Context: an optimization exercise on an open-source flow, tuned for small area and a short achievable clock period. The choices shown serve that exercise and are no tape-out recipe.
Where RTL was checked, it was by simulation tests only, not by an equivalence proof against the original.
The RTL of run 1 was laid out without a check of its function.

**design.v**
```verilog
module pxp_layer_engine (
    input  wire         clk,
    input  wire         rst,
    input  wire         cfg_we,
    input  wire [2:0]   cfg_sel,
    input  wire [39:0]  cfg_data,
    input  wire         in_valid,
    input  wire [159:0] in_pix,
    input  wire [3:0]   in_transp,
    input  wire [3:0]   in_err,
    output wire         out_valid,
    output wire [29:0]  out_pix,
    output wire         out_err
);
    localparam NL = 4;
    reg [NL-1:0] l_en;
    reg        l_premult [0:NL-1];
    reg [1:0]  l_key     [0:NL-1];
    reg        l_invert  [0:NL-1];
    reg [1:0]  l_keylay  [0:NL-1];
    reg [9:0]  l_global  [0:NL-1];
    reg [9:0]  l_clip_lo [0:NL-1];
    reg [9:0]  l_clip_hi [0:NL-1];
    reg [29:0] bg;
    reg [2:0]  nlayers;
    wire we_eng = cfg_we && cfg_sel == 3'd4;
    always @(posedge clk) begin
        if (rst || we_eng) begin
            bg      <= rst ? {10'd64, 10'd512, 10'd512} : cfg_data[29:0];
            nlayers <= rst ? 3'd0 : (cfg_data[32:30] > NL) ? NL[2:0] : cfg_data[32:30];
        end
    end
    integer ie;
    always @(posedge clk) begin
        for (ie = 0; ie < NL; ie = ie + 1)
            if (rst || (cfg_we && cfg_sel == ie))
                l_en[ie] <= !rst && cfg_data[39];
    end
    always @(posedge clk) begin
        if (cfg_we && cfg_sel < NL) begin
            l_premult[cfg_sel[1:0]] <= cfg_data[38];
            l_key[cfg_sel[1:0]]     <= cfg_data[37:36];
            l_invert[cfg_sel[1:0]]  <= cfg_data[35];
            l_keylay[cfg_sel[1:0]]  <= cfg_data[33:32];
            l_global[cfg_sel[1:0]]  <= cfg_data[29:20];
            l_clip_lo[cfg_sel[1:0]] <= cfg_data[19:10];
            l_clip_hi[cfg_sel[1:0]] <= cfg_data[9:0];
        end
    end
    function [9:0] clamp10;
        input [10:0] v;
        begin
            if (v < 11'd4)         clamp10 = 10'd4;
            else if (v > 11'd1019) clamp10 = 10'd1019;
            else                   clamp10 = v[9:0];
        end
    endfunction
    function [10:0] divstep;       
        input [9:0] r;
        input       nb;
        input [9:0] d;
        reg   [11:0] t;
        begin
            t = {1'b0, r, nb} - {2'b0, d};
            if (t[11]) divstep = {1'b0, r[8:0], nb};
            else       divstep = {1'b1, t[9:0]};
        end
    endfunction
    function [10:0] radd10;
        input [9:0] x;
        input [9:0] y;
        input       cin;
        reg   [9:0] s;
        reg         c;
        integer     b;
        begin
            c = cin;
            for (b = 0; b < 10; b = b + 1) begin
                s[b] = x[b] ^ y[b] ^ c;
                c    = (x[b] & y[b]) | (x[b] & c) | (y[b] & c);
            end
            radd10 = {c, s};
        end
    endfunction
    reg         r0_v;
    reg [159:0] r0_pix;
    reg [3:0]   r0_tr;
    reg [3:0]   r0_er;
    always @(posedge clk) begin
        if (rst) r0_v <= 1'b0;
        else     r0_v <= in_valid;
        r0_pix <= in_pix;
        r0_tr  <= in_transp;
        r0_er  <= in_err;
    end
    reg [3:0]   act_c;
    reg [9:0]   ys_c  [0:NL-1];
    reg         ka_c  [0:NL-1];
    wire [9:0]  dd    [0:NL-1];    
    wire [9:0]  ddn   [0:NL-1];    
    integer ia;
    always @* begin
        for (ia = 0; ia < NL; ia = ia + 1)
            act_c[ia] = l_en[ia] && (ia < nlayers) && !r0_tr[ia];
    end
    task automatic fixkey;
        input        act;
        input [1:0]  key;
        input [9:0]  alpha;
        input        ka;
        input        le;
        input        ge;
        output       fix;
        output [9:0] kf;
        begin
            fix = 1'b1;
            if (!act)              kf = 10'd0;
            else if (key == 2'd0)  kf = 10'd1023;
            else if (key == 2'd1)  kf = alpha;
            else if (!ka || le)    kf = 10'd0;
            else if (ge)           kf = 10'd1023;
            else begin
                kf  = 10'd0;
                fix = 1'b0;
            end
        end
    endtask
    reg         r1_v, r2_v, r3_v;
    reg [119:0] r1_f, r2_f, r3_f;
    reg [3:0]   r1_act, r2_act, r3_act;
    reg [3:0]   r1_er, r2_er, r3_er;
    always @(posedge clk) begin
        if (rst) begin
            r1_v <= 1'b0; r2_v <= 1'b0; r3_v <= 1'b0;
        end else begin
            r1_v <= r0_v; r2_v <= r1_v; r3_v <= r2_v;
        end
        r1_f   <= {r0_pix[120 +: 30], r0_pix[80 +: 30], r0_pix[40 +: 30], r0_pix[0 +: 30]};
        r2_f   <= r1_f;
        r3_f   <= r2_f;
        r1_act <= act_c;  r2_act <= r1_act;  r3_act <= r2_act;
        r1_er  <= r0_er;  r2_er  <= r1_er;   r3_er  <= r2_er;
    end
    genvar g;
    generate
        for (g = 0; g < NL; g = g + 1) begin : key
            reg [9:0] dd_r;
            always @(posedge clk) dd_r <= l_clip_hi[g] - l_clip_lo[g];
            assign dd[g]  = dd_r;
            assign ddn[g] = ~dd_r;
            always @* begin
                if (l_key[g] == 2'd3) begin
                    ys_c[g] = r0_pix[40*l_keylay[g]+20 +: 10];
                    ka_c[g] = act_c[l_keylay[g]];
                end else begin
                    ys_c[g] = r0_pix[40*g+20 +: 10];
                    ka_c[g] = 1'b1;
                end
            end
            if (g < 2) begin : fast
                reg [9:0]  n, rr, kf, rr2, kk;
                reg [19:0] num;
                reg [10:0] st, st2, st3;
                reg        le, ge, fx;
                reg [3:0]  q1;
                reg [4:0]  q2;
                integer    j, j2;
                reg        s1_fix, s2_fix;
                reg [9:0]  s1_r, s2_r;
                reg [3:0]  s1_q;
                reg [8:0]  s2_q;
                reg [5:0]  s1_n;
                reg        s2_n;
                always @(posedge clk) begin
                    le  = ys_c[g] <= l_clip_lo[g];
                    ge  = ys_c[g] >= l_clip_hi[g];
                    n   = ys_c[g] - l_clip_lo[g];
                    num = {n, 10'd0} - {10'd0, n} + {11'd0, dd[g][9:1]};
                    rr  = num[19:10];
                    for (j = 9; j >= 6; j = j - 1) begin
                        st = divstep(rr, num[j], dd[g]);
                        q1[j-6] = st[10];
                        rr = st[9:0];
                    end
                    fixkey(act_c[g], l_key[g], r0_pix[40*g+30 +: 10], ka_c[g], le, ge, fx, kf);
                    s1_fix <= fx;
                    s1_r   <= fx ? kf : rr;
                    s1_q   <= q1;
                    s1_n   <= num[5:0];
                end
                always @(posedge clk) begin
                    rr2 = s1_r;
                    for (j2 = 5; j2 >= 1; j2 = j2 - 1) begin
                        st2 = divstep(rr2, s1_n[j2], dd[g]);
                        q2[j2-1] = st2[10];
                        rr2 = st2[9:0];
                    end
                    s2_fix <= s1_fix;
                    s2_r   <= s1_fix ? s1_r : rr2;
                    s2_q   <= {s1_q, q2};
                    s2_n   <= s1_n[0];
                end
                always @* begin
                    st3 = divstep(s2_r, s2_n, dd[g]);
                    kk  = s2_fix ? s2_r : {s2_q, st3[10]};
                    k3_c[g] = (l_invert[g] && r2_act[g]) ? ~kk : kk;
                end
            end else begin : slow
                reg [10:0] t, st, t2;
                reg [9:0]  n, kf;
                reg        le, ge, fx;
                wire [9:0] rn_a, r_b, rn_c, r_d, rn_e, rn_f, r_g, rn_h, rn_i, r_j;
                wire       q_a, q_b, q_c, q_d, q_e, q_f, q_g, q_h, q_i, q_j;
                reg [9:0]  nhi_c, nlo_c;
                always @* begin
                    t     = radd10(ys_c[g], ~l_clip_lo[g], 1'b1);
                    n     = t[9:0];
                    t     = radd10(~n, {1'b0, dd[g][9:1]}, 1'b1);
                    nlo_c = t[9:0];
                    st    = radd10(n, 10'h3FF, t[10]);
                    nhi_c = st[9:0];
                end
                pxp_rstep_p u9 (.r(nhi_c), .nb(nlo_c[9]),  .dn(ddn[g]), .q(q_a), .rnn(rn_a));
                pxp_rstep_n u8 (.rn_(rn_a), .nbn(~nlo_c[8]), .d(dd[g]),  .q(q_b), .rn(r_b));
                reg        s1_fix, s2_fix;
                reg [9:0]  s1_r, s2_r;
                reg [1:0]  s1_q;
                reg [4:0]  s2_q;
                reg [7:0]  s1_n;
                reg [4:0]  s2_n;
                always @(posedge clk) begin
                    t2 = radd10(ys_c[g], ~l_clip_lo[g], 1'b1);
                    le = ~t2[10] | (t2[9:0] == 10'd0);
                    t2 = radd10(ys_c[g], ~l_clip_hi[g], 1'b1);
                    ge = t2[10];
                    fixkey(act_c[g], l_key[g], r0_pix[40*g+30 +: 10], ka_c[g], le, ge, fx, kf);
                    s1_fix <= fx;
                    s1_r   <= fx ? kf : r_b;
                    s1_q   <= {q_a, q_b};
                    s1_n   <= nlo_c[7:0];
                end
                pxp_rstep_p u7 (.r(s1_r), .nb(s1_n[7]),   .dn(ddn[g]), .q(q_c), .rnn(rn_c));
                pxp_rstep_n u6 (.rn_(rn_c), .nbn(~s1_n[6]), .d(dd[g]),  .q(q_d), .rn(r_d));
                pxp_rstep_p u5 (.r(r_d),  .nb(s1_n[5]),   .dn(ddn[g]), .q(q_e), .rnn(rn_e));
                reg        s3_fix;
                reg [9:0]  s3_r;
                reg [7:0]  s3_q;
                reg [1:0]  s3_n;
                always @(posedge clk) begin
                    s2_fix <= s1_fix;
                    s2_r   <= s1_fix ? s1_r : ~rn_e;
                    s2_q   <= {s1_q, q_c, q_d, q_e};
                    s2_n   <= s1_n[4:0];
                end
                pxp_rstep_p u4 (.r(s2_r), .nb(s2_n[4]),   .dn(ddn[g]), .q(q_f), .rnn(rn_f));
                pxp_rstep_n u3 (.rn_(rn_f), .nbn(~s2_n[3]), .d(dd[g]),  .q(q_g), .rn(r_g));
                pxp_rstep_p u2 (.r(r_g),  .nb(s2_n[2]),   .dn(ddn[g]), .q(q_h), .rnn(rn_h));
                always @(posedge clk) begin
                    s3_fix <= s2_fix;
                    s3_r   <= s2_fix ? s2_r : ~rn_h;
                    s3_q   <= {s2_q, q_f, q_g, q_h};
                    s3_n   <= s2_n[1:0];
                end
                pxp_rstep_p u1 (.r(s3_r), .nb(s3_n[1]),   .dn(ddn[g]), .q(q_i), .rnn(rn_i));
                pxp_rstep_n u0 (.rn_(rn_i), .nbn(~s3_n[0]), .d(dd[g]),  .q(q_j), .rn(r_j));
                wire [9:0] kk = s3_fix ? s3_r : {s3_q, q_i, q_j};
                always @* k4_c[g] = (l_invert[g] && r3_act[g]) ? ~kk : kk;
            end
        end
    endgenerate
    reg  [9:0] k3_c [0:1];
    reg  [9:0] k4_c [2:3];
    wire [9:0] a0_c;
    pxp_alpha_unit u_a0 (.k(k3_c[0]), .g(l_global[0]), .y(a0_c));
    reg  [9:0] r3_a0, r3_k1;
    reg        r3_e;
    always @(posedge clk) begin
        r3_a0 <= a0_c;
        r3_k1 <= k3_c[1];
        r3_e  <= a0_c != 10'd0 && r2_er[0];
    end
    wire [29:0] bgc = {clamp10({1'b0, bg[29:20]}), clamp10({1'b0, bg[19:10]}),
                       clamp10({1'b0, bg[9:0]})};
    wire [29:0] b1, b2, b3, b4;
    wire [9:0]  a1_c, a2_c, a3_c;
    pxp_blend3 u_l0 (.pm(l_premult[0] & r3_act[0]), .a(r3_a0), .f(r3_f[29:0]), .b(bgc), .y(b1));
    pxp_alpha_unit u_a1 (.k(r3_k1), .g(l_global[1]), .y(a1_c));
    reg         r4_v, r4_e;
    reg [29:0]  r4_b;
    reg [89:0]  r4_f;
    reg [3:1]   r4_act;
    reg [3:2]   r4_er;
    reg [9:0]   r4_a1, r4_k2, r4_k3;
    always @(posedge clk) begin
        if (rst) r4_v <= 1'b0;
        else     r4_v <= r3_v;
        r4_b   <= b1;
        r4_f   <= r3_f[119:30];
        r4_act <= r3_act[3:1];
        r4_er  <= r3_er[3:2];
        r4_a1  <= a1_c;
        r4_e   <= r3_e | (a1_c != 10'd0 && r3_er[1]);
        r4_k2  <= k4_c[2];
        r4_k3  <= k4_c[3];
    end
    pxp_blend3 u_l1 (.pm(l_premult[1] & r4_act[1]), .a(r4_a1), .f(r4_f[29:0]), .b(r4_b), .y(b2));
    pxp_alpha_unit u_a2 (.k(r4_k2), .g(l_global[2]), .y(a2_c));
    reg         r5_v, r5_e;
    reg [29:0]  r5_b;
    reg [59:0]  r5_f;
    reg [3:2]   r5_act;
    reg         r5_er3;
    reg [9:0]   r5_a2, r5_k3;
    always @(posedge clk) begin
        if (rst) r5_v <= 1'b0;
        else     r5_v <= r4_v;
        r5_b   <= b2;
        r5_f   <= r4_f[89:30];
        r5_act <= r4_act[3:2];
        r5_er3 <= r4_er[3];
        r5_a2  <= a2_c;
        r5_e   <= r4_e | (a2_c != 10'd0 && r4_er[2]);
        r5_k3  <= r4_k3;
    end
    pxp_blend3 u_l2 (.pm(l_premult[2] & r5_act[2]), .a(r5_a2), .f(r5_f[29:0]), .b(r5_b), .y(b3));
    pxp_alpha_unit u_a3 (.k(r5_k3), .g(l_global[3]), .y(a3_c));
    reg         r6_v, r6_e, r6_act;
    reg [29:0]  r6_b, r6_f;
    reg [9:0]   r6_a3;
    always @(posedge clk) begin
        if (rst) r6_v <= 1'b0;
        else     r6_v <= r5_v;
        r6_b   <= b3;
        r6_f   <= r5_f[59:30];
        r6_act <= r5_act[3];
        r6_a3  <= a3_c;
        r6_e   <= r5_e | (a3_c != 10'd0 && r5_er3);
    end
    pxp_blend3 u_l3 (.pm(l_premult[3] & r6_act), .a(r6_a3), .f(r6_f), .b(r6_b), .y(b4));
    reg         r7_v, r7_e;
    reg [29:0]  r7_b;
    always @(posedge clk) begin
        if (rst) r7_v <= 1'b0;
        else     r7_v <= r6_v;
        r7_b <= b4;
        r7_e <= r6_e;
    end
    assign out_valid = r7_v;
    assign out_pix   = r7_b;
    assign out_err   = r7_e;
endmodule
module pxp_blend3 (
    input  wire        pm,
    input  wire [9:0]  a,
    input  wire [29:0] f,
    input  wire [29:0] b,
    output wire [29:0] y
);
    pxp_blend_unit u2 (.pm(pm), .a(a), .f(f[29:20]), .b(b[29:20]), .y(y[29:20]));
    pxp_blend_unit u1 (.pm(pm), .a(a), .f(f[19:10]), .b(b[19:10]), .y(y[19:10]));
    pxp_blend_unit u0 (.pm(pm), .a(a), .f(f[9:0]),   .b(b[9:0]),   .y(y[9:0]));
endmodule
module pxp_blend_unit (input wire pm, input wire [9:0] a, input wire [9:0] f,
                       input wire [9:0] b, output wire [9:0] y);
    wire [9:0] fm  = pm ? 10'd0 : f;        
    wire [9:0] fpn = ~(pm ? f : 10'd0);     
    wire [9:0] mn0;
    pxp_mux2i_10 m0 (.s(a[0]), .a1(fm), .a0(b), .y(mn0));
    wire [9:0] mn1;
    pxp_mux2i_10 m1 (.s(a[1]), .a1(fm), .a0(b), .y(mn1));
    wire [9:0] mn2;
    pxp_mux2i_10 m2 (.s(a[2]), .a1(fm), .a0(b), .y(mn2));
    wire [9:0] mn3;
    pxp_mux2i_10 m3 (.s(a[3]), .a1(fm), .a0(b), .y(mn3));
    wire [9:0] mn4;
    pxp_mux2i_10 m4 (.s(a[4]), .a1(fm), .a0(b), .y(mn4));
    wire [9:0] mn5;
    pxp_mux2i_10 m5 (.s(a[5]), .a1(fm), .a0(b), .y(mn5));
    wire [9:0] mn6;
    pxp_mux2i_10 m6 (.s(a[6]), .a1(fm), .a0(b), .y(mn6));
    wire [9:0] mn7;
    pxp_mux2i_10 m7 (.s(a[7]), .a1(fm), .a0(b), .y(mn7));
    wire [9:0] mn8;
    pxp_mux2i_10 m8 (.s(a[8]), .a1(fm), .a0(b), .y(mn8));
    wire [9:0] mn9;
    pxp_mux2i_10 m9 (.s(a[9]), .a1(fm), .a0(b), .y(mn9));
    wire w1 = ~(mn0[8] ^ mn1[7]);
    wire w2 = mn0[8] | mn1[7];
    wire s3, c3;
    pxp_fa fa3 (.a(mn0[9]), .b(mn1[8]), .ci(mn2[7]), .s(s3), .co(c3));
    wire w4 = ~(mn1[9] ^ mn2[8]);
    wire w5 = mn1[9] | mn2[8];
    wire w6 = ~(mn0[5] ^ mn1[4]);
    wire w7 = mn0[5] | mn1[4];
    wire s8, c8;
    pxp_fa fa8 (.a(mn0[6]), .b(mn1[5]), .ci(mn2[4]), .s(s8), .co(c8));
    wire w9 = ~(mn3[3] ^ mn4[2]);
    wire w10 = mn3[3] | mn4[2];
    wire s11, c11;
    pxp_fa fa11 (.a(mn0[7]), .b(mn1[6]), .ci(mn2[5]), .s(s11), .co(c11));
    wire s12, c12;
    pxp_fa fa12 (.a(mn3[4]), .b(mn4[3]), .ci(mn5[2]), .s(s12), .co(c12));
    wire w13 = ~(mn6[1] ^ mn7[0]);
    wire w14 = mn6[1] | mn7[0];
    wire s15, c15;
    pxp_fa fa15 (.a(mn2[6]), .b(mn3[5]), .ci(mn4[4]), .s(s15), .co(c15));
    wire s16, c16;
    pxp_fa fa16 (.a(mn5[3]), .b(mn6[2]), .ci(mn7[1]), .s(s16), .co(c16));
    wire s17, c17;
    pxp_ha ha17 (.a(mn8[0]), .b(w1), .s(s17), .co(c17));
    wire s18, c18;
    pxp_fa fa18 (.a(mn3[6]), .b(mn4[5]), .ci(mn5[4]), .s(s18), .co(c18));
    wire s19, c19;
    pxp_fa fa19 (.a(mn6[3]), .b(mn7[2]), .ci(mn8[1]), .s(s19), .co(c19));
    wire s20, c20;
    pxp_fa fa20 (.a(mn9[0]), .b(w2), .ci(s3), .s(s20), .co(c20));
    wire s21, c21;
    pxp_fa fa21 (.a(mn3[7]), .b(mn4[6]), .ci(mn5[5]), .s(s21), .co(c21));
    wire s22, c22;
    pxp_fa fa22 (.a(mn6[4]), .b(mn7[3]), .ci(mn8[2]), .s(s22), .co(c22));
    wire s23, c23;
    pxp_fa fa23 (.a(mn9[1]), .b(c3), .ci(w4), .s(s23), .co(c23));
    wire s24, c24;
    pxp_fa fa24 (.a(mn2[9]), .b(mn3[8]), .ci(mn4[7]), .s(s24), .co(c24));
    wire s25, c25;
    pxp_fa fa25 (.a(mn5[6]), .b(mn6[5]), .ci(mn7[4]), .s(s25), .co(c25));
    wire s26, c26;
    pxp_fa fa26 (.a(mn8[3]), .b(mn9[2]), .ci(w5), .s(s26), .co(c26));
    wire s27, c27;
    pxp_fa fa27 (.a(mn3[9]), .b(mn4[8]), .ci(mn5[7]), .s(s27), .co(c27));
    wire s28, c28;
    pxp_fa fa28 (.a(mn6[6]), .b(mn7[5]), .ci(mn8[4]), .s(s28), .co(c28));
    wire s29, c29;
    pxp_fa fa29 (.a(mn4[9]), .b(mn5[8]), .ci(mn6[7]), .s(s29), .co(c29));
    wire w30 = ~(mn0[3] ^ mn1[2]);
    wire w31 = mn0[3] | mn1[2];
    wire s32, c32;
    pxp_fa fa32 (.a(mn0[4]), .b(mn1[3]), .ci(mn2[2]), .s(s32), .co(c32));
    wire w33 = ~(mn3[1] ^ mn4[0]);
    wire w34 = mn3[1] | mn4[0];
    wire s35, c35;
    pxp_fa fa35 (.a(mn2[3]), .b(mn3[2]), .ci(mn4[1]), .s(s35), .co(c35));
    wire s36, c36;
    pxp_ha ha36 (.a(mn5[0]), .b(w6), .s(s36), .co(c36));
    wire s37, c37;
    pxp_ha ha37 (.a(mn5[1]), .b(mn6[0]), .s(s37), .co(c37));
    wire s38, c38;
    pxp_fa fa38 (.a(w7), .b(s8), .ci(w9), .s(s38), .co(c38));
    wire s39, c39;
    pxp_ha ha39 (.a(c8), .b(w10), .s(s39), .co(c39));
    wire s40, c40;
    pxp_fa fa40 (.a(s11), .b(s12), .ci(w13), .s(s40), .co(c40));
    wire s41, c41;
    pxp_fa fa41 (.a(c11), .b(c12), .ci(w14), .s(s41), .co(c41));
    wire s42, c42;
    pxp_fa fa42 (.a(s15), .b(s16), .ci(s17), .s(s42), .co(c42));
    wire s43, c43;
    pxp_fa fa43 (.a(c15), .b(c16), .ci(c17), .s(s43), .co(c43));
    wire s44, c44;
    pxp_fa fa44 (.a(s18), .b(s19), .ci(s20), .s(s44), .co(c44));
    wire s45, c45;
    pxp_fa fa45 (.a(c18), .b(c19), .ci(c20), .s(s45), .co(c45));
    wire s46, c46;
    pxp_fa fa46 (.a(s21), .b(s22), .ci(s23), .s(s46), .co(c46));
    wire s47, c47;
    pxp_fa fa47 (.a(c21), .b(c22), .ci(c23), .s(s47), .co(c47));
    wire s48, c48;
    pxp_fa fa48 (.a(s24), .b(s25), .ci(s26), .s(s48), .co(c48));
    wire s49, c49;
    pxp_fa fa49 (.a(mn9[3]), .b(c24), .ci(c25), .s(s49), .co(c49));
    wire s50, c50;
    pxp_fa fa50 (.a(c26), .b(s27), .ci(s28), .s(s50), .co(c50));
    wire s51, c51;
    pxp_fa fa51 (.a(mn7[6]), .b(mn8[5]), .ci(mn9[4]), .s(s51), .co(c51));
    wire s52, c52;
    pxp_fa fa52 (.a(c27), .b(c28), .ci(s29), .s(s52), .co(c52));
    wire s53, c53;
    pxp_fa fa53 (.a(mn5[9]), .b(mn6[8]), .ci(mn7[7]), .s(s53), .co(c53));
    wire s54, c54;
    pxp_fa fa54 (.a(mn8[6]), .b(mn9[5]), .ci(c29), .s(s54), .co(c54));
    wire s55, c55;
    pxp_fa fa55 (.a(mn6[9]), .b(mn7[8]), .ci(mn8[7]), .s(s55), .co(c55));
    wire w56 = ~(mn0[2] ^ mn1[1]);
    wire w57 = mn0[2] | mn1[1];
    wire s58, c58;
    pxp_ha ha58 (.a(mn2[1]), .b(mn3[0]), .s(s58), .co(c58));
    wire s59, c59;
    pxp_ha ha59 (.a(w31), .b(s32), .s(s59), .co(c59));
    wire s60, c60;
    pxp_fa fa60 (.a(c32), .b(w34), .ci(s35), .s(s60), .co(c60));
    wire s61, c61;
    pxp_fa fa61 (.a(c35), .b(c36), .ci(s37), .s(s61), .co(c61));
    wire s62, c62;
    pxp_fa fa62 (.a(c37), .b(c38), .ci(s39), .s(s62), .co(c62));
    wire s63, c63;
    pxp_fa fa63 (.a(c39), .b(c40), .ci(s41), .s(s63), .co(c63));
    wire s64, c64;
    pxp_fa fa64 (.a(c41), .b(c42), .ci(s43), .s(s64), .co(c64));
    wire s65, c65;
    pxp_fa fa65 (.a(c43), .b(c44), .ci(s45), .s(s65), .co(c65));
    wire s66, c66;
    pxp_fa fa66 (.a(c45), .b(c46), .ci(s47), .s(s66), .co(c66));
    wire s67, c67;
    pxp_fa fa67 (.a(c47), .b(c48), .ci(s49), .s(s67), .co(c67));
    wire s68, c68;
    pxp_fa fa68 (.a(c49), .b(c50), .ci(s51), .s(s68), .co(c68));
    wire s69, c69;
    pxp_fa fa69 (.a(c51), .b(c52), .ci(s53), .s(s69), .co(c69));
    wire s70, c70;
    pxp_fa fa70 (.a(mn9[6]), .b(c53), .ci(c54), .s(s70), .co(c70));
    wire s71, c71;
    pxp_fa fa71 (.a(mn7[9]), .b(mn8[8]), .ci(mn9[7]), .s(s71), .co(c71));
    wire w72 = ~(mn0[1] ^ mn1[0]);
    wire w73 = mn0[1] | mn1[0];
    wire s74, c74;
    pxp_ha ha74 (.a(mn2[0]), .b(w56), .s(s74), .co(c74));
    wire s75, c75;
    pxp_fa fa75 (.a(w30), .b(w57), .ci(s58), .s(s75), .co(c75));
    wire s76, c76;
    pxp_fa fa76 (.a(w33), .b(c58), .ci(s59), .s(s76), .co(c76));
    wire s77, c77;
    pxp_fa fa77 (.a(s36), .b(c59), .ci(s60), .s(s77), .co(c77));
    wire s78, c78;
    pxp_fa fa78 (.a(s38), .b(c60), .ci(s61), .s(s78), .co(c78));
    wire s79, c79;
    pxp_fa fa79 (.a(s40), .b(c61), .ci(s62), .s(s79), .co(c79));
    wire s80, c80;
    pxp_fa fa80 (.a(s42), .b(c62), .ci(s63), .s(s80), .co(c80));
    wire s81, c81;
    pxp_fa fa81 (.a(s44), .b(c63), .ci(s64), .s(s81), .co(c81));
    wire s82, c82;
    pxp_fa fa82 (.a(s46), .b(c64), .ci(s65), .s(s82), .co(c82));
    wire s83, c83;
    pxp_fa fa83 (.a(s48), .b(c65), .ci(s66), .s(s83), .co(c83));
    wire s84, c84;
    pxp_fa fa84 (.a(s50), .b(c66), .ci(s67), .s(s84), .co(c84));
    wire s85, c85;
    pxp_fa fa85 (.a(s52), .b(c67), .ci(s68), .s(s85), .co(c85));
    wire s86, c86;
    pxp_fa fa86 (.a(s54), .b(c68), .ci(s69), .s(s86), .co(c86));
    wire s87, c87;
    pxp_fa fa87 (.a(s55), .b(c69), .ci(s70), .s(s87), .co(c87));
    wire s88, c88;
    pxp_fa fa88 (.a(c55), .b(c70), .ci(s71), .s(s88), .co(c88));
    wire s89, c89;
    pxp_fa fa89 (.a(mn8[9]), .b(mn9[8]), .ci(c71), .s(s89), .co(c89));
    wire w90 = ~mn0[0];
    wire s91, c91;
    pxp_ha ha91 (.a(w72), .b(mn0[0]), .s(s91), .co(c91));
    wire s92, c92;
    pxp_fa fa92 (.a(w73), .b(s74), .ci(c91), .s(s92), .co(c92));
    wire s93, c93;
    pxp_fa fa93 (.a(c74), .b(s75), .ci(c92), .s(s93), .co(c93));
    wire s94, c94;
    pxp_fa fa94 (.a(c75), .b(s76), .ci(c93), .s(s94), .co(c94));
    wire s95, c95;
    pxp_fa fa95 (.a(c76), .b(s77), .ci(c94), .s(s95), .co(c95));
    wire s96, c96;
    pxp_fa fa96 (.a(c77), .b(s78), .ci(c95), .s(s96), .co(c96));
    wire s97, c97;
    pxp_fa fa97 (.a(c78), .b(s79), .ci(c96), .s(s97), .co(c97));
    wire s98, c98;
    pxp_fa fa98 (.a(c79), .b(s80), .ci(c97), .s(s98), .co(c98));
    wire s99, c99;
    pxp_fa fa99 (.a(c80), .b(s81), .ci(c98), .s(s99), .co(c99));
    wire s100, c100;
    pxp_fa fa100 (.a(c81), .b(s82), .ci(c99), .s(s100), .co(c100));
    wire s101, c101;
    pxp_fa fa101 (.a(c82), .b(s83), .ci(c100), .s(s101), .co(c101));
    wire s102, c102;
    pxp_fa fa102 (.a(c83), .b(s84), .ci(c101), .s(s102), .co(c102));
    wire s103, c103;
    pxp_fa fa103 (.a(c84), .b(s85), .ci(c102), .s(s103), .co(c103));
    wire s104, c104;
    pxp_fa fa104 (.a(c85), .b(s86), .ci(c103), .s(s104), .co(c104));
    wire s105, c105;
    pxp_fa fa105 (.a(c86), .b(s87), .ci(c104), .s(s105), .co(c105));
    wire s106, c106;
    pxp_fa fa106 (.a(c87), .b(s88), .ci(c105), .s(s106), .co(c106));
    wire s107, c107;
    pxp_fa fa107 (.a(c88), .b(s89), .ci(c106), .s(s107), .co(c107));
    wire s108, c108;
    pxp_fa fa108 (.a(mn9[9]), .b(c89), .ci(c107), .s(s108), .co(c108));
    wire s109, c109;
    pxp_ha ha109 (.a(w90), .b(s100), .s(s109), .co(c109));
    wire s110, c110;
    pxp_fa fa110 (.a(s91), .b(s101), .ci(c109), .s(s110), .co(c110));
    wire s111, c111;
    pxp_fa fa111 (.a(s92), .b(s102), .ci(c110), .s(s111), .co(c111));
    wire s112, c112;
    pxp_fa fa112 (.a(s93), .b(s103), .ci(c111), .s(s112), .co(c112));
    wire s113, c113;
    pxp_fa fa113 (.a(s94), .b(s104), .ci(c112), .s(s113), .co(c113));
    wire s114, c114;
    pxp_fa fa114 (.a(s95), .b(s105), .ci(c113), .s(s114), .co(c114));
    wire s115, c115;
    pxp_fa fa115 (.a(s96), .b(s106), .ci(c114), .s(s115), .co(c115));
    wire s116, c116;
    pxp_fa fa116 (.a(s97), .b(s107), .ci(c115), .s(s116), .co(c116));
    wire s117, c117;
    pxp_fa fa117 (.a(s98), .b(s108), .ci(c116), .s(s117), .co(c117));
    wire s118, c118;
    pxp_fa fa118 (.a(s99), .b(c108), .ci(c117), .s(s118), .co(c118));
    wire s119, c119;
    pxp_fa fa119 (.a(s100), .b(fpn[0]), .ci(c118), .s(s119), .co(c119));
    wire s120, c120;
    pxp_fa fa120 (.a(s101), .b(fpn[1]), .ci(c119), .s(s120), .co(c120));
    wire s121, c121;
    pxp_fa fa121 (.a(s102), .b(fpn[2]), .ci(c120), .s(s121), .co(c121));
    wire s122, c122;
    pxp_fa fa122 (.a(s103), .b(fpn[3]), .ci(c121), .s(s122), .co(c122));
    wire s123, c123;
    pxp_fa fa123 (.a(s104), .b(fpn[4]), .ci(c122), .s(s123), .co(c123));
    wire s124, c124;
    pxp_fa fa124 (.a(s105), .b(fpn[5]), .ci(c123), .s(s124), .co(c124));
    wire s125, c125;
    pxp_fa fa125 (.a(s106), .b(fpn[6]), .ci(c124), .s(s125), .co(c125));
    wire s126, c126;
    pxp_fa fa126 (.a(s107), .b(fpn[7]), .ci(c125), .s(s126), .co(c126));
    wire s127, c127;
    pxp_fa fa127 (.a(s108), .b(fpn[8]), .ci(c126), .s(s127), .co(c127));
    wire s128, c128;
    pxp_fa fa128 (.a(c108), .b(fpn[9]), .ci(c127), .s(s128), .co(c128));
    wire [10:0] s = ~{c128, s128, s127, s126, s125, s124, s123, s122, s121, s120, s119};
    assign y = (s < 11'd4) ? 10'd4 : (s > 11'd1019) ? 10'd1019 : s[9:0];
endmodule
module pxp_alpha_unit (input wire [9:0] k, input wire [9:0] g, output wire [9:0] y);
    wire [9:0] mn0;
    pxp_nand2_10 m0 (.a({10{k[0]}}), .b(g), .y(mn0));
    wire [9:0] mn1;
    pxp_nand2_10 m1 (.a({10{k[1]}}), .b(g), .y(mn1));
    wire [9:0] mn2;
    pxp_nand2_10 m2 (.a({10{k[2]}}), .b(g), .y(mn2));
    wire [9:0] mn3;
    pxp_nand2_10 m3 (.a({10{k[3]}}), .b(g), .y(mn3));
    wire [9:0] mn4;
    pxp_nand2_10 m4 (.a({10{k[4]}}), .b(g), .y(mn4));
    wire [9:0] mn5;
    pxp_nand2_10 m5 (.a({10{k[5]}}), .b(g), .y(mn5));
    wire [9:0] mn6;
    pxp_nand2_10 m6 (.a({10{k[6]}}), .b(g), .y(mn6));
    wire [9:0] mn7;
    pxp_nand2_10 m7 (.a({10{k[7]}}), .b(g), .y(mn7));
    wire [9:0] mn8;
    pxp_nand2_10 m8 (.a({10{k[8]}}), .b(g), .y(mn8));
    wire [9:0] mn9;
    pxp_nand2_10 m9 (.a({10{k[9]}}), .b(g), .y(mn9));
    wire w1 = ~(mn0[8] ^ mn1[7]);
    wire w2 = mn0[8] | mn1[7];
    wire s3, c3;
    pxp_fa fa3 (.a(mn0[9]), .b(mn1[8]), .ci(mn2[7]), .s(s3), .co(c3));
    wire w4 = ~(mn1[9] ^ mn2[8]);
    wire w5 = mn1[9] | mn2[8];
    wire w6 = ~(mn0[5] ^ mn1[4]);
    wire w7 = mn0[5] | mn1[4];
    wire s8, c8;
    pxp_fa fa8 (.a(mn0[6]), .b(mn1[5]), .ci(mn2[4]), .s(s8), .co(c8));
    wire w9 = ~(mn3[3] ^ mn4[2]);
    wire w10 = mn3[3] | mn4[2];
    wire s11, c11;
    pxp_fa fa11 (.a(mn0[7]), .b(mn1[6]), .ci(mn2[5]), .s(s11), .co(c11));
    wire s12, c12;
    pxp_fa fa12 (.a(mn3[4]), .b(mn4[3]), .ci(mn5[2]), .s(s12), .co(c12));
    wire w13 = ~(mn6[1] ^ mn7[0]);
    wire w14 = mn6[1] | mn7[0];
    wire s15, c15;
    pxp_fa fa15 (.a(mn2[6]), .b(mn3[5]), .ci(mn4[4]), .s(s15), .co(c15));
    wire s16, c16;
    pxp_fa fa16 (.a(mn5[3]), .b(mn6[2]), .ci(mn7[1]), .s(s16), .co(c16));
    wire s17, c17;
    pxp_ha ha17 (.a(mn8[0]), .b(w1), .s(s17), .co(c17));
    wire s18, c18;
    pxp_fa fa18 (.a(mn3[6]), .b(mn4[5]), .ci(mn5[4]), .s(s18), .co(c18));
    wire s19, c19;
    pxp_fa fa19 (.a(mn6[3]), .b(mn7[2]), .ci(mn8[1]), .s(s19), .co(c19));
    wire s20, c20;
    pxp_fa fa20 (.a(mn9[0]), .b(w2), .ci(s3), .s(s20), .co(c20));
    wire s21, c21;
    pxp_fa fa21 (.a(mn3[7]), .b(mn4[6]), .ci(mn5[5]), .s(s21), .co(c21));
    wire s22, c22;
    pxp_fa fa22 (.a(mn6[4]), .b(mn7[3]), .ci(mn8[2]), .s(s22), .co(c22));
    wire s23, c23;
    pxp_fa fa23 (.a(mn9[1]), .b(c3), .ci(w4), .s(s23), .co(c23));
    wire s24, c24;
    pxp_fa fa24 (.a(mn2[9]), .b(mn3[8]), .ci(mn4[7]), .s(s24), .co(c24));
    wire s25, c25;
    pxp_fa fa25 (.a(mn5[6]), .b(mn6[5]), .ci(mn7[4]), .s(s25), .co(c25));
    wire s26, c26;
    pxp_fa fa26 (.a(mn8[3]), .b(mn9[2]), .ci(w5), .s(s26), .co(c26));
    wire s27, c27;
    pxp_fa fa27 (.a(mn3[9]), .b(mn4[8]), .ci(mn5[7]), .s(s27), .co(c27));
    wire s28, c28;
    pxp_fa fa28 (.a(mn6[6]), .b(mn7[5]), .ci(mn8[4]), .s(s28), .co(c28));
    wire s29, c29;
    pxp_fa fa29 (.a(mn4[9]), .b(mn5[8]), .ci(mn6[7]), .s(s29), .co(c29));
    wire w30 = ~(mn0[3] ^ mn1[2]);
    wire w31 = mn0[3] | mn1[2];
    wire s32, c32;
    pxp_fa fa32 (.a(mn0[4]), .b(mn1[3]), .ci(mn2[2]), .s(s32), .co(c32));
    wire w33 = ~(mn3[1] ^ mn4[0]);
    wire w34 = mn3[1] | mn4[0];
    wire s35, c35;
    pxp_fa fa35 (.a(mn2[3]), .b(mn3[2]), .ci(mn4[1]), .s(s35), .co(c35));
    wire s36, c36;
    pxp_ha ha36 (.a(mn5[0]), .b(w6), .s(s36), .co(c36));
    wire s37, c37;
    pxp_ha ha37 (.a(mn5[1]), .b(mn6[0]), .s(s37), .co(c37));
    wire s38, c38;
    pxp_fa fa38 (.a(w7), .b(s8), .ci(w9), .s(s38), .co(c38));
    wire s39, c39;
    pxp_ha ha39 (.a(c8), .b(w10), .s(s39), .co(c39));
    wire s40, c40;
    pxp_fa fa40 (.a(s11), .b(s12), .ci(w13), .s(s40), .co(c40));
    wire s41, c41;
    pxp_fa fa41 (.a(c11), .b(c12), .ci(w14), .s(s41), .co(c41));
    wire s42, c42;
    pxp_fa fa42 (.a(s15), .b(s16), .ci(s17), .s(s42), .co(c42));
    wire s43, c43;
    pxp_fa fa43 (.a(c15), .b(c16), .ci(c17), .s(s43), .co(c43));
    wire s44, c44;
    pxp_fa fa44 (.a(s18), .b(s19), .ci(s20), .s(s44), .co(c44));
    wire s45, c45;
    pxp_fa fa45 (.a(c18), .b(c19), .ci(c20), .s(s45), .co(c45));
    wire s46, c46;
    pxp_fa fa46 (.a(s21), .b(s22), .ci(s23), .s(s46), .co(c46));
    wire s47, c47;
    pxp_fa fa47 (.a(c21), .b(c22), .ci(c23), .s(s47), .co(c47));
    wire s48, c48;
    pxp_fa fa48 (.a(s24), .b(s25), .ci(s26), .s(s48), .co(c48));
    wire s49, c49;
    pxp_fa fa49 (.a(mn9[3]), .b(c24), .ci(c25), .s(s49), .co(c49));
    wire s50, c50;
    pxp_fa fa50 (.a(c26), .b(s27), .ci(s28), .s(s50), .co(c50));
    wire s51, c51;
    pxp_fa fa51 (.a(mn7[6]), .b(mn8[5]), .ci(mn9[4]), .s(s51), .co(c51));
    wire s52, c52;
    pxp_fa fa52 (.a(c27), .b(c28), .ci(s29), .s(s52), .co(c52));
    wire s53, c53;
    pxp_fa fa53 (.a(mn5[9]), .b(mn6[8]), .ci(mn7[7]), .s(s53), .co(c53));
    wire s54, c54;
    pxp_fa fa54 (.a(mn8[6]), .b(mn9[5]), .ci(c29), .s(s54), .co(c54));
    wire s55, c55;
    pxp_fa fa55 (.a(mn6[9]), .b(mn7[8]), .ci(mn8[7]), .s(s55), .co(c55));
    wire w56 = ~(mn0[2] ^ mn1[1]);
    wire w57 = mn0[2] | mn1[1];
    wire s58, c58;
    pxp_ha ha58 (.a(mn2[1]), .b(mn3[0]), .s(s58), .co(c58));
    wire s59, c59;
    pxp_ha ha59 (.a(w31), .b(s32), .s(s59), .co(c59));
    wire s60, c60;
    pxp_fa fa60 (.a(c32), .b(w34), .ci(s35), .s(s60), .co(c60));
    wire s61, c61;
    pxp_fa fa61 (.a(c35), .b(c36), .ci(s37), .s(s61), .co(c61));
    wire s62, c62;
    pxp_fa fa62 (.a(c37), .b(c38), .ci(s39), .s(s62), .co(c62));
    wire s63, c63;
    pxp_fa fa63 (.a(c39), .b(c40), .ci(s41), .s(s63), .co(c63));
    wire s64, c64;
    pxp_fa fa64 (.a(c41), .b(c42), .ci(s43), .s(s64), .co(c64));
    wire s65, c65;
    pxp_fa fa65 (.a(c43), .b(c44), .ci(s45), .s(s65), .co(c65));
    wire s66, c66;
    pxp_fa fa66 (.a(c45), .b(c46), .ci(s47), .s(s66), .co(c66));
    wire s67, c67;
    pxp_fa fa67 (.a(c47), .b(c48), .ci(s49), .s(s67), .co(c67));
    wire s68, c68;
    pxp_fa fa68 (.a(c49), .b(c50), .ci(s51), .s(s68), .co(c68));
    wire s69, c69;
    pxp_fa fa69 (.a(c51), .b(c52), .ci(s53), .s(s69), .co(c69));
    wire s70, c70;
    pxp_fa fa70 (.a(mn9[6]), .b(c53), .ci(c54), .s(s70), .co(c70));
    wire s71, c71;
    pxp_fa fa71 (.a(mn7[9]), .b(mn8[8]), .ci(mn9[7]), .s(s71), .co(c71));
    wire w72 = ~(mn0[1] ^ mn1[0]);
    wire w73 = mn0[1] | mn1[0];
    wire s74, c74;
    pxp_ha ha74 (.a(mn2[0]), .b(w56), .s(s74), .co(c74));
    wire s75, c75;
    pxp_fa fa75 (.a(w30), .b(w57), .ci(s58), .s(s75), .co(c75));
    wire s76, c76;
    pxp_fa fa76 (.a(w33), .b(c58), .ci(s59), .s(s76), .co(c76));
    wire s77, c77;
    pxp_fa fa77 (.a(s36), .b(c59), .ci(s60), .s(s77), .co(c77));
    wire s78, c78;
    pxp_fa fa78 (.a(s38), .b(c60), .ci(s61), .s(s78), .co(c78));
    wire s79, c79;
    pxp_fa fa79 (.a(s40), .b(c61), .ci(s62), .s(s79), .co(c79));
    wire s80, c80;
    pxp_fa fa80 (.a(s42), .b(c62), .ci(s63), .s(s80), .co(c80));
    wire s81, c81;
    pxp_fa fa81 (.a(s44), .b(c63), .ci(s64), .s(s81), .co(c81));
    wire s82, c82;
    pxp_fa fa82 (.a(s46), .b(c64), .ci(s65), .s(s82), .co(c82));
    wire s83, c83;
    pxp_fa fa83 (.a(s48), .b(c65), .ci(s66), .s(s83), .co(c83));
    wire s84, c84;
    pxp_fa fa84 (.a(s50), .b(c66), .ci(s67), .s(s84), .co(c84));
    wire s85, c85;
    pxp_fa fa85 (.a(s52), .b(c67), .ci(s68), .s(s85), .co(c85));
    wire s86, c86;
    pxp_fa fa86 (.a(s54), .b(c68), .ci(s69), .s(s86), .co(c86));
    wire s87, c87;
    pxp_fa fa87 (.a(s55), .b(c69), .ci(s70), .s(s87), .co(c87));
    wire s88, c88;
    pxp_fa fa88 (.a(c55), .b(c70), .ci(s71), .s(s88), .co(c88));
    wire s89, c89;
    pxp_fa fa89 (.a(mn8[9]), .b(mn9[8]), .ci(c71), .s(s89), .co(c89));
    wire w90 = ~mn0[0];
    wire s91, c91;
    pxp_ha ha91 (.a(w72), .b(mn0[0]), .s(s91), .co(c91));
    wire s92, c92;
    pxp_fa fa92 (.a(w73), .b(s74), .ci(c91), .s(s92), .co(c92));
    wire s93, c93;
    pxp_fa fa93 (.a(c74), .b(s75), .ci(c92), .s(s93), .co(c93));
    wire s94, c94;
    pxp_fa fa94 (.a(c75), .b(s76), .ci(c93), .s(s94), .co(c94));
    wire s95, c95;
    pxp_fa fa95 (.a(c76), .b(s77), .ci(c94), .s(s95), .co(c95));
    wire s96, c96;
    pxp_fa fa96 (.a(c77), .b(s78), .ci(c95), .s(s96), .co(c96));
    wire s97, c97;
    pxp_fa fa97 (.a(c78), .b(s79), .ci(c96), .s(s97), .co(c97));
    wire s98, c98;
    pxp_fa fa98 (.a(c79), .b(s80), .ci(c97), .s(s98), .co(c98));
    wire s99, c99;
    pxp_fa fa99 (.a(c80), .b(s81), .ci(c98), .s(s99), .co(c99));
    wire s100, c100;
    pxp_fa fa100 (.a(c81), .b(s82), .ci(c99), .s(s100), .co(c100));
    wire s101, c101;
    pxp_fa fa101 (.a(c82), .b(s83), .ci(c100), .s(s101), .co(c101));
    wire s102, c102;
    pxp_fa fa102 (.a(c83), .b(s84), .ci(c101), .s(s102), .co(c102));
    wire s103, c103;
    pxp_fa fa103 (.a(c84), .b(s85), .ci(c102), .s(s103), .co(c103));
    wire s104, c104;
    pxp_fa fa104 (.a(c85), .b(s86), .ci(c103), .s(s104), .co(c104));
    wire s105, c105;
    pxp_fa fa105 (.a(c86), .b(s87), .ci(c104), .s(s105), .co(c105));
    wire s106, c106;
    pxp_fa fa106 (.a(c87), .b(s88), .ci(c105), .s(s106), .co(c106));
    wire s107, c107;
    pxp_fa fa107 (.a(c88), .b(s89), .ci(c106), .s(s107), .co(c107));
    wire s108, c108;
    pxp_fa fa108 (.a(mn9[9]), .b(c89), .ci(c107), .s(s108), .co(c108));
    wire s109, c109;
    pxp_ha ha109 (.a(w90), .b(s100), .s(s109), .co(c109));
    wire s110, c110;
    pxp_fa fa110 (.a(s91), .b(s101), .ci(c109), .s(s110), .co(c110));
    wire s111, c111;
    pxp_fa fa111 (.a(s92), .b(s102), .ci(c110), .s(s111), .co(c111));
    wire s112, c112;
    pxp_fa fa112 (.a(s93), .b(s103), .ci(c111), .s(s112), .co(c112));
    wire s113, c113;
    pxp_fa fa113 (.a(s94), .b(s104), .ci(c112), .s(s113), .co(c113));
    wire s114, c114;
    pxp_fa fa114 (.a(s95), .b(s105), .ci(c113), .s(s114), .co(c114));
    wire s115, c115;
    pxp_fa fa115 (.a(s96), .b(s106), .ci(c114), .s(s115), .co(c115));
    wire s116, c116;
    pxp_fa fa116 (.a(s97), .b(s107), .ci(c115), .s(s116), .co(c116));
    wire s117, c117;
    pxp_fa fa117 (.a(s98), .b(s108), .ci(c116), .s(s117), .co(c117));
    wire s118, c118;
    pxp_fa fa118 (.a(s99), .b(c108), .ci(c117), .s(s118), .co(c118));
    wire w119 = ~(s100 ^ c118);
    wire w120 = s100 | c118;
    wire w121 = ~(s101 ^ w120);
    wire w122 = s101 | w120;
    wire w123 = ~(s102 ^ w122);
    wire w124 = s102 | w122;
    wire w125 = ~(s103 ^ w124);
    wire w126 = s103 | w124;
    wire w127 = ~(s104 ^ w126);
    wire w128 = s104 | w126;
    wire w129 = ~(s105 ^ w128);
    wire w130 = s105 | w128;
    wire w131 = ~(s106 ^ w130);
    wire w132 = s106 | w130;
    wire w133 = ~(s107 ^ w132);
    wire w134 = s107 | w132;
    wire w135 = ~(s108 ^ w134);
    wire w136 = s108 | w134;
    wire w137 = ~(c108 ^ w136);
    wire w138 = c108 | w136;
    assign y = ~{w137, w135, w133, w131, w129, w127, w125, w123, w121, w119};
endmodule
module pxp_rstep_p (input wire [9:0] r, input wire nb, input wire [9:0] dn,
                    output wire q, output wire [9:0] rnn);
    wire w1 = ~(nb ^ dn[0]);
    wire w2 = nb | dn[0];
    wire s3, c3;
    pxp_fa fa3 (.a(r[0]), .b(dn[1]), .ci(w2), .s(s3), .co(c3));
    wire s4, c4;
    pxp_fa fa4 (.a(r[1]), .b(dn[2]), .ci(c3), .s(s4), .co(c4));
    wire s5, c5;
    pxp_fa fa5 (.a(r[2]), .b(dn[3]), .ci(c4), .s(s5), .co(c5));
    wire s6, c6;
    pxp_fa fa6 (.a(r[3]), .b(dn[4]), .ci(c5), .s(s6), .co(c6));
    wire s7, c7;
    pxp_fa fa7 (.a(r[4]), .b(dn[5]), .ci(c6), .s(s7), .co(c7));
    wire s8, c8;
    pxp_fa fa8 (.a(r[5]), .b(dn[6]), .ci(c7), .s(s8), .co(c8));
    wire s9, c9;
    pxp_fa fa9 (.a(r[6]), .b(dn[7]), .ci(c8), .s(s9), .co(c9));
    wire s10, c10;
    pxp_fa fa10 (.a(r[7]), .b(dn[8]), .ci(c9), .s(s10), .co(c10));
    wire s11, c11;
    pxp_fa fa11 (.a(r[8]), .b(dn[9]), .ci(c10), .s(s11), .co(c11));
    wire w12 = ~(r[9] ^ c11);
    wire w13 = r[9] | c11;
    assign q = w13;
    pxp_mux2i_10 m (.s(q), .a1({s11, s10, s9, s8, s7, s6, s5, s4, s3, w1}), .a0({r[8:0], nb}), .y(rnn));
endmodule
module pxp_rstep_n (input wire [9:0] rn_, input wire nbn, input wire [9:0] d,
                    output wire q, output wire [9:0] rn);
    wire s1, c1;
    pxp_ha ha1 (.a(nbn), .b(d[0]), .s(s1), .co(c1));
    wire s2, c2;
    pxp_fa fa2 (.a(rn_[0]), .b(d[1]), .ci(c1), .s(s2), .co(c2));
    wire s3, c3;
    pxp_fa fa3 (.a(rn_[1]), .b(d[2]), .ci(c2), .s(s3), .co(c3));
    wire s4, c4;
    pxp_fa fa4 (.a(rn_[2]), .b(d[3]), .ci(c3), .s(s4), .co(c4));
    wire s5, c5;
    pxp_fa fa5 (.a(rn_[3]), .b(d[4]), .ci(c4), .s(s5), .co(c5));
    wire s6, c6;
    pxp_fa fa6 (.a(rn_[4]), .b(d[5]), .ci(c5), .s(s6), .co(c6));
    wire s7, c7;
    pxp_fa fa7 (.a(rn_[5]), .b(d[6]), .ci(c6), .s(s7), .co(c7));
    wire s8, c8;
    pxp_fa fa8 (.a(rn_[6]), .b(d[7]), .ci(c7), .s(s8), .co(c8));
    wire s9, c9;
    pxp_fa fa9 (.a(rn_[7]), .b(d[8]), .ci(c8), .s(s9), .co(c9));
    wire s10, c10;
    pxp_fa fa10 (.a(rn_[8]), .b(d[9]), .ci(c9), .s(s10), .co(c10));
    wire s11, c11;
    pxp_ha ha11 (.a(rn_[9]), .b(c10), .s(s11), .co(c11));
    assign q = ~c11;
    pxp_mux2i_10 m (.s(q), .a1({s10, s9, s8, s7, s6, s5, s4, s3, s2, s1}), .a0({rn_[8:0], nbn}), .y(rn));
endmodule
module pxp_fa (input wire a, input wire b, input wire ci, output wire s, output wire co);
    assign s  = a ^ b ^ ci;
    assign co = (a & b) | (a & ci) | (b & ci);
endmodule
module pxp_ha (input wire a, input wire b, output wire s, output wire co);
    assign s  = a ^ b;
    assign co = a & b;
endmodule
module pxp_mux2i_10 (input wire s, input wire [9:0] a1, input wire [9:0] a0, output wire [9:0] y);
    genvar i;
    generate for (i = 0; i < 10; i = i + 1) begin : lane
        pxp_mux2i u (.s(s), .a1(a1[i]), .a0(a0[i]), .y(y[i]));
    end endgenerate
endmodule
module pxp_nand2_10 (input wire [9:0] a, input wire [9:0] b, output wire [9:0] y);
    genvar i;
    generate for (i = 0; i < 10; i = i + 1) begin : lane
        pxp_nand2 u (.a(a[i]), .b(b[i]), .y(y[i]));
    end endgenerate
endmodule
module pxp_mux2i (input wire s, input wire a1, input wire a0, output wire y);
    assign y = ~(s ? a1 : a0);
endmodule
module pxp_nand2 (input wire a, input wire b, output wire y);
    assign y = ~(a & b);
endmodule
```
**flow/run.sh**
```bash
#!/bin/bash
# The standard layout (the standard.sh, unchanged synthesis and steps),
# with one change: the port buffers that global placement inserts are
# sky130_fd_sc_hd__buf_2 instead of the default pick (a slow delay buffer),
# so paths from the inputs and to the outputs are shorter.
set -euo pipefail
bash standard.sh "BUFFER_PORTS_ARGS=-buffer_cell sky130_fd_sc_hd__buf_2" finish 2>&1 | tee standard.log
```
**standard.sh**
```bash
#!/bin/bash
# synth_recipe.tcl (not shown) runs the flow's synth.tcl, then flattens the netlist and writes it again
# the make line also repeats each setting of config.mk as NAME=value (left out here)
make -C /OpenROAD-flow-scripts/flow DESIGN_CONFIG=/design/flow/config.mk WORK_HOME=/design/flow/orfs CLKGATE_MAP_FILE= SYNTH_SCRIPT=/design/flow/synth_recipe.tcl "${@:-finish}"
```
**config.mk**
```make
export PLATFORM = sky130hd
export DESIGN_NAME = pxp_layer_engine
export DESIGN_NICKNAME = pxp_layer_engine
export VERILOG_FILES = /design/flow/design.v
export SDC_FILE = /design/flow/constraint.sdc
export NUM_CORES = 4
export LEC_CHECK = 0
export CAP_MARGIN = 20
export CORE_MARGIN = 2
export CORE_UTILIZATION = 40
export CTS_BUF_LIST = sky130_fd_sc_hd__clkbuf_16
export CTS_CLUSTER_DIAMETER = 100
export CTS_CLUSTER_SIZE = 25
export SLEW_MARGIN = 20
export SYNTH_HIERARCHICAL = 1
```
**constraint.sdc**
```tcl
create_clock -name core_clock -period 90.0 [get_ports {clk}]
set_input_delay 18.0000 -clock core_clock [delete_from_list [all_inputs] [get_ports {clk}]]
set_output_delay 18.0000 -clock core_clock [all_outputs]
set_load 0.01 [all_outputs]
```
==> results of run 1 <==
[per-layer routing]
metal / track usage [%] / vias up / wire length [um]
li1: - / 31500 / -
met4: 7.69 / 16 / 11000
met1: 27.5 / 36000 / 125000
met5: 0 / - / 121
met2: 34.7 / 2201 / 138000
met3: 3.18 / 517 / 16800
[cell type report]
| cell class | count | area [sq um] | area share [%] |
|---|---|---|---|
| Multi-Input combinational cell | 6735 | 76000 | 63.8 |
| Inverter | 1023 | 3840 | 3.23 |
| Clock buffer | 94 | 2350 | 1.97 |
| Tap cell | 3589 | 4490 | 3.77 |
| Antenna cell | 16 | 40.0 | 0.0336 |
| Sequential cell | 1384 | 29600 | 24.8 |
| Clock inverter | 55 | 769 | 0.646 |
| Timing Repair Buffer | 360 | 2090 | 1.75 |
[worst max-delay path by stage]
stage / startpoint / end / slack, ns / depth (start not counted)
after floorplan: cfg_we / l_en[2] / 69.61 / 4
after global placement: rst / bg[10] / 69.96 / 2
after detailed placement: rst / bg[10] / 69.90 / 2
after CTS: r7_v / out_valid / 70.62 / 1
after global routing: r7_v / out_valid / 70.65 / 1
final: r7_v / out_valid / 70.69 / 1
[registers in the layout, indices dropped and copies added, names as in the netlist, 30 cells and up]
register   cells
r4_f          90
l_clip_lo     40
bg            30
r5_f          60
r3_f         120
l_clip_hi     40
key.dd_r      40
r1_f         120
r2_f         120
r0_pix       160
r6_b          30
l_global      40
r4_b          30
r5_b          30
r7_b          30
r6_f          30
[metrics by stage]
stage          cells  hold WS [ns]
6_report       13300         0.297
5_1_grt        13200         0.310
3_5_place_dp   13100         0.312
3_3_place_gp   13100         0.311
2_1_floorplan   9281         0.310
4_1_cts        13200         0.292
==> results.yml, run 1 <==
status:
  status: "timing/DRC/antenna clean"
global_route:
  track_usage_pct: 20.9
  grt_max_degree: 61
  antenna_found_initial: 26
  grt_pass1_wl_mm: 453
  grt_pass1_vias: 77100
  overflow: 0
floorplanning:
  core_area_sq_um: 274000
  dieArea_sq_um: 279000
  ios: 247
  fp.dieW_um: 528
  fp-row-count: 192
  initial_core_util_pct: 40.2
  die_y_um: 528
worst_setup_path:
  rrSetupSlack_ns: 73.69
  crit_path_end_kind: "output port"
  cp_slowest_stage_delay_ns: 0.33
  crit_chain: "buf_2"
  reg2regPathDepth: 57
  cp_max_fo: 1
  crit_arrival_ns: 1.31
  cp.required_ns: 72.00
  cp_num_buf_inv: 1
  r2r-end: "key[1].fast.s1_r[8]"
  r2r-start: "l_key[1][1]"
  start_kind: "flop"
  crit_type: "flop to output port"
  critPathSlowestCell: "dfxtp_1"
  cp_top_family: "flip-flops"
placement:
  hpwl_mm: 224
  pre_cts_slack_ns: 69.90
  gp_congestion: 0.887
  dpl-instance-area_sq_um: 116000
  port-buffer-count: 245
drt:
  drtAntennaViolNets: 0
  wl_mm: 291
  dr.pass1.iters: 6
  wl_per_cell_um: 21.9
  vias: 70200
  drt-initial-drc-count: 5042
  routed_via_density: 5.29
  detail_route.drc_violations: 0
clock_tree:
  clockBufferDepth: 4
  ctsResizeCount: 0
  cts_tree: "yes"
  cts.sinks: 1384
  clk_latency_ns: 0.86
  cts_buffers: 91
  root_buffer: "clkbuf_16"
  htreeDepth: 3
  clk_pin_slew_worst_paths_ns: 0.09
  holdBufCountCts: 0
  post_cts_buffers: 0
flow_run:
  drv_cap: 0
worst_hold_path:
  min_from: "r2_f[114]"
  hold_path_class: "flop to flop"
  hold_path_end: "r3_f[114]"
  min_path_cells: 0
timing:
  slew_viol_final: 0
  timing.final.crit_share_pct: 21.5
  finalHoldViolCount: 0
  fmax_ghz: 0.0518
  setup_viol: 0
  rsz0062_at_grt: "no"
  fin_setup_tns_ns: 0
  relSlewSlack_pct: 24.0
  layout_setup_ws_ns: 70.69
  period_needed_ns: 19.31
  clock_skew_ns: 0.0740
  worstMarginPinSlew_ns: 1.14
final_layout:
  final_cell_mix: "1800 x fa_1, 1458 x mux2i_1, 1163 x dfxtp_1"
  n_fill_cell: 25300
  postLayoutCellArea_sq_um: 119000
  nets: 12300
  drive_gt1_share_pct: 7.96
  final_common_cell: "fa_1"
  areaGrowthSynthToFinish_pct: 8.34
  final_util_pct: 43.5
synth:
  syn_inst: 9281
  synth_fp_nets: 12000
  synth_area_sq_um: 110000
  yosysWarningCount: 15
  avgSynthCellArea_sq_um: 11.8
==> run 2: changes to the inputs <==
--- a/design.v
+++ b/design.v
@@ -13,7 +13,7 @@
     output wire         out_err
 );
     localparam NL = 4;
-    reg [NL-1:0] l_en;
+    reg        l_en      [0:NL-1];
     reg        l_premult [0:NL-1];
     reg [1:0]  l_key     [0:NL-1];
     reg        l_invert  [0:NL-1];
@@ -23,19 +23,22 @@
     reg [9:0]  l_clip_hi [0:NL-1];
     reg [29:0] bg;
     reg [2:0]  nlayers;
-    wire we_eng = cfg_we && cfg_sel == 3'd4;
+    integer i;
     always @(posedge clk) begin
-        if (rst || we_eng) begin
-            bg      <= rst ? {10'd64, 10'd512, 10'd512} : cfg_data[29:0];
-            nlayers <= rst ? 3'd0 : (cfg_data[32:30] > NL) ? NL[2:0] : cfg_data[32:30];
+        if (rst) begin
+            for (i = 0; i < NL; i = i + 1)
+                l_en[i] <= 1'b0;
+            bg      <= {10'd64, 10'd512, 10'd512};
+            nlayers <= 3'd0;
+        end else if (cfg_we) begin
+            if (cfg_sel < NL) begin
+                l_en[cfg_sel[1:0]] <= cfg_data[39];
+            end else if (cfg_sel == 3'd4) begin
+                bg      <= cfg_data[29:0];
+                nlayers <= (cfg_data[32:30] > NL) ? NL[2:0] : cfg_data[32:30];
+            end
         end
     end
-    integer ie;
-    always @(posedge clk) begin
-        for (ie = 0; ie < NL; ie = ie + 1)
-            if (rst || (cfg_we && cfg_sel == ie))
-                l_en[ie] <= !rst && cfg_data[39];
-    end
     always @(posedge clk) begin
         if (cfg_we && cfg_sel < NL) begin
             l_premult[cfg_sel[1:0]] <= cfg_data[38];
--- a/config.mk
+++ b/config.mk
@@ -8,8 +8,5 @@
 export CAP_MARGIN = 20
 export CORE_MARGIN = 2
 export CORE_UTILIZATION = 40
-export CTS_BUF_LIST = sky130_fd_sc_hd__clkbuf_16
-export CTS_CLUSTER_DIAMETER = 100
-export CTS_CLUSTER_SIZE = 25
 export SLEW_MARGIN = 20
 export SYNTH_HIERARCHICAL = 1
==> results.yml, run 2 <==
floorplanning:
  ios: 247
  initial_core_util_pct: 40.2
  core_area_sq_um: 273000
  fp-row-count: 192
  fp.dieW_um: 528
  die_y_um: 528
  dieArea_sq_um: 279000
clock_tree:
  clk_latency_ns: 0.88
  holdBufCountCts: 0
  clk_pin_slew_worst_paths_ns: 0.06
  root_buffer: "clkbuf_16"
  cts_tree: "yes"
  cts.sinks: 1384
  ctsResizeCount: 0
  post_cts_buffers: 0
  htreeDepth: 4
  cts_buffers: 160
  clockBufferDepth: 4
synth:
  yosysWarningCount: 15
  synth_area_sq_um: 110000
  syn_inst: 9403
  avgSynthCellArea_sq_um: 11.7
  synth_fp_nets: 12100
drt:
  wl_per_cell_um: 21.4
  drt-initial-drc-count: 4857
  routed_via_density: 5.26
  vias: 71200
  detail_route.drc_violations: 0
  dr.pass1.iters: 7
  wl_mm: 289
  drtAntennaViolNets: 0
timing:
  slew_viol_final: 0
  rsz0062_at_grt: "no"
  finalHoldViolCount: 0
  worstMarginPinSlew_ns: 1.13
  fmax_ghz: 0.0519
  fin_setup_tns_ns: 0
  clock_skew_ns: 0.0930
  relSlewSlack_pct: 24.3
  setup_viol: 0
  timing.final.crit_share_pct: 21.4
  period_needed_ns: 19.27
final_layout:
  multi_input_area_sq_um: 76100
  areaGrowthSynthToFinish_pct: 10.7
  final_cell_mix: "1800 x fa_1, 1475 x mux2i_1, 1196 x dfxtp_1"
  regArea_sq_um: 29200
  final_common_cell: "fa_1"
  n_fill_cell: 25200
  drive_gt1_share_pct: 8.90
  regMostFlops: "r0_pix"
  largest_register_ffs: 160
  nets: 12500
  final_util_pct: 44.5
global_route:
  track_usage_pct: 20.7
  antenna_found_initial: 27
  grt_max_degree: 61
  overflow: 0
  grt_pass1_vias: 78400
  grt_pass1_wl_mm: 452
worst_setup_path:
  cp_top_family: "flip-flops"
  r2r-start: "l_key[1][1]"
  start_kind: "flop"
  reg2regPathDepth: 67
  critPathSlowestCell: "dfxtp_1"
  crit_type: "flop to output port"
  cp_max_fo: 1
  rrSetupSlack_ns: 72.72
  crit_chain: "buf_2"
  crit_path_end_kind: "output port"
  r2r-end: "key[1].fast.s1_r[1]"
  crit_arrival_ns: 1.27
  cp_slowest_stage_delay_ns: 0.31
  cp.required_ns: 72.00
  cp_num_buf_inv: 1
worst_hold_path:
  hold_path_class: "flop to flop"
  hold_path_end: "key[3].slow.s3_n[1]"
  min_path_cells: 0
  min_from: "key[3].slow.s2_n[1]"
flow_run:
  drv_cap: 0
status:
  status: "timing/DRC/antenna clean"
placement:
  hpwl_mm: 220
  port-buffer-count: 245
  gp_congestion: 0.891
## run 2: worst max-delay path by stage
| stage | from | cells after the start | endpoint |
|---|---|---|---|
| 6_report | r7_v | 1 | out_valid |
| 5_1_grt | r7_v | 1 | out_valid |
| 4_1_cts | r7_v | 1 | out_valid |
| 3_5_place_dp | cfg_we | 5 | l_en[1] |
| 3_3_place_gp | cfg_we | 5 | l_en[1] |
| 2_1_floorplan | cfg_sel[2] | 3 | l_en[2] |
## run 2: through the flow
| stage | worst slack, ns | cell area, sq um | std cells | hold slack [ns] |
|---|---|---|---|---|
| 3_3_place_gp | 70.19 | 116000 | 13200 | 0.311 |
| 3_5_place_dp | 70.16 | 116000 | 13200 | 0.312 |
| 6_report | 70.73 | 122000 | 13500 | 0.280 |
| 5_1_grt | 70.68 | 122000 | 13500 | 0.298 |
| 4_1_cts | 70.65 | 121000 | 13500 | 0.282 |
| 2_1_floorplan | 68.36 | 110000 | 9403 | 0.310 |
## run 2: worst register-to-register path, delay by kind of cell (launching register included)
family | cells | cell delay, ns
simple gates | 14 | 3.21
flops | 1 | 0.76
buf+inv | 6 | 1.03
mux | 3 | 1.07
compound gates | 36 | 8.74
xor+xnor | 1 | 0.24
fa+ha+maj | 7 | 2.19
## run 2: metal layers
layer / vias to the layer above / track usage [%] / wire length, um
met2: 2128 / 34.7 / 138000
met5: - / 0 / 39
met3: 545 / 2.88 / 15600
met4: 6 / 7.32 / 10400
li1: 32000 / - / -
met1: 36500 / 27.4 / 125000
## run 2: layout make-up
class                           instances  share of cell area (%)
Multi-Input combinational cell       6835                    62.6
Sequential cell                      1384                    24.1
Tap cell                             3589                    3.69
Clock buffer                          205                    3.67
Inverter                             1040                    3.21
Timing Repair Buffer                  381                    1.87
Clock inverter                         85                   0.830
Antenna cell                            9                  0.0185

[static timing again, ports no longer ideal]
How much do the figures lean on ideal ports? The routed layouts below were timed once more, with nothing changed but the port constraints. Step 1 (the two cells are an assumption about what drives the block):
set clk [get_ports {clk}]
set_driving_cell -lib_cell sky130_fd_sc_hd__clkbuf_16 $clk
set_driving_cell -lib_cell sky130_fd_sc_hd__buf_2 [delete_from_list [all_inputs] $clk]
Step 2 times the ports against the registers' clock, not the clock port: input delays grow and output delays shrink by t, the midpoint of the rising clock arrivals with the driver on. Three values: ideal ports, drivers, drivers and shift; two values: the first two.
| run | t (ns) | setup slack, ns | hold WS [ns] | worst setup path after step 2 | worst slew at a driven data input, ns |
|---|---|---|---|---|---|
| run 1 | 0.923 | 70.692 / 70.591 / 69.930 | 0.297 / 0.297 / 0.297 | input to register | 0.10 |
| run 2 | 0.928 | 70.728 / 70.633 / 70.477 | 0.280 / 0.280 / 0.280 | input to register | 0.18 |
After both steps setup and hold are still met in every run listed. The setup slack of run 1, which loses most, moves by -0.101 ns with the drivers and by -0.762 ns with both steps.
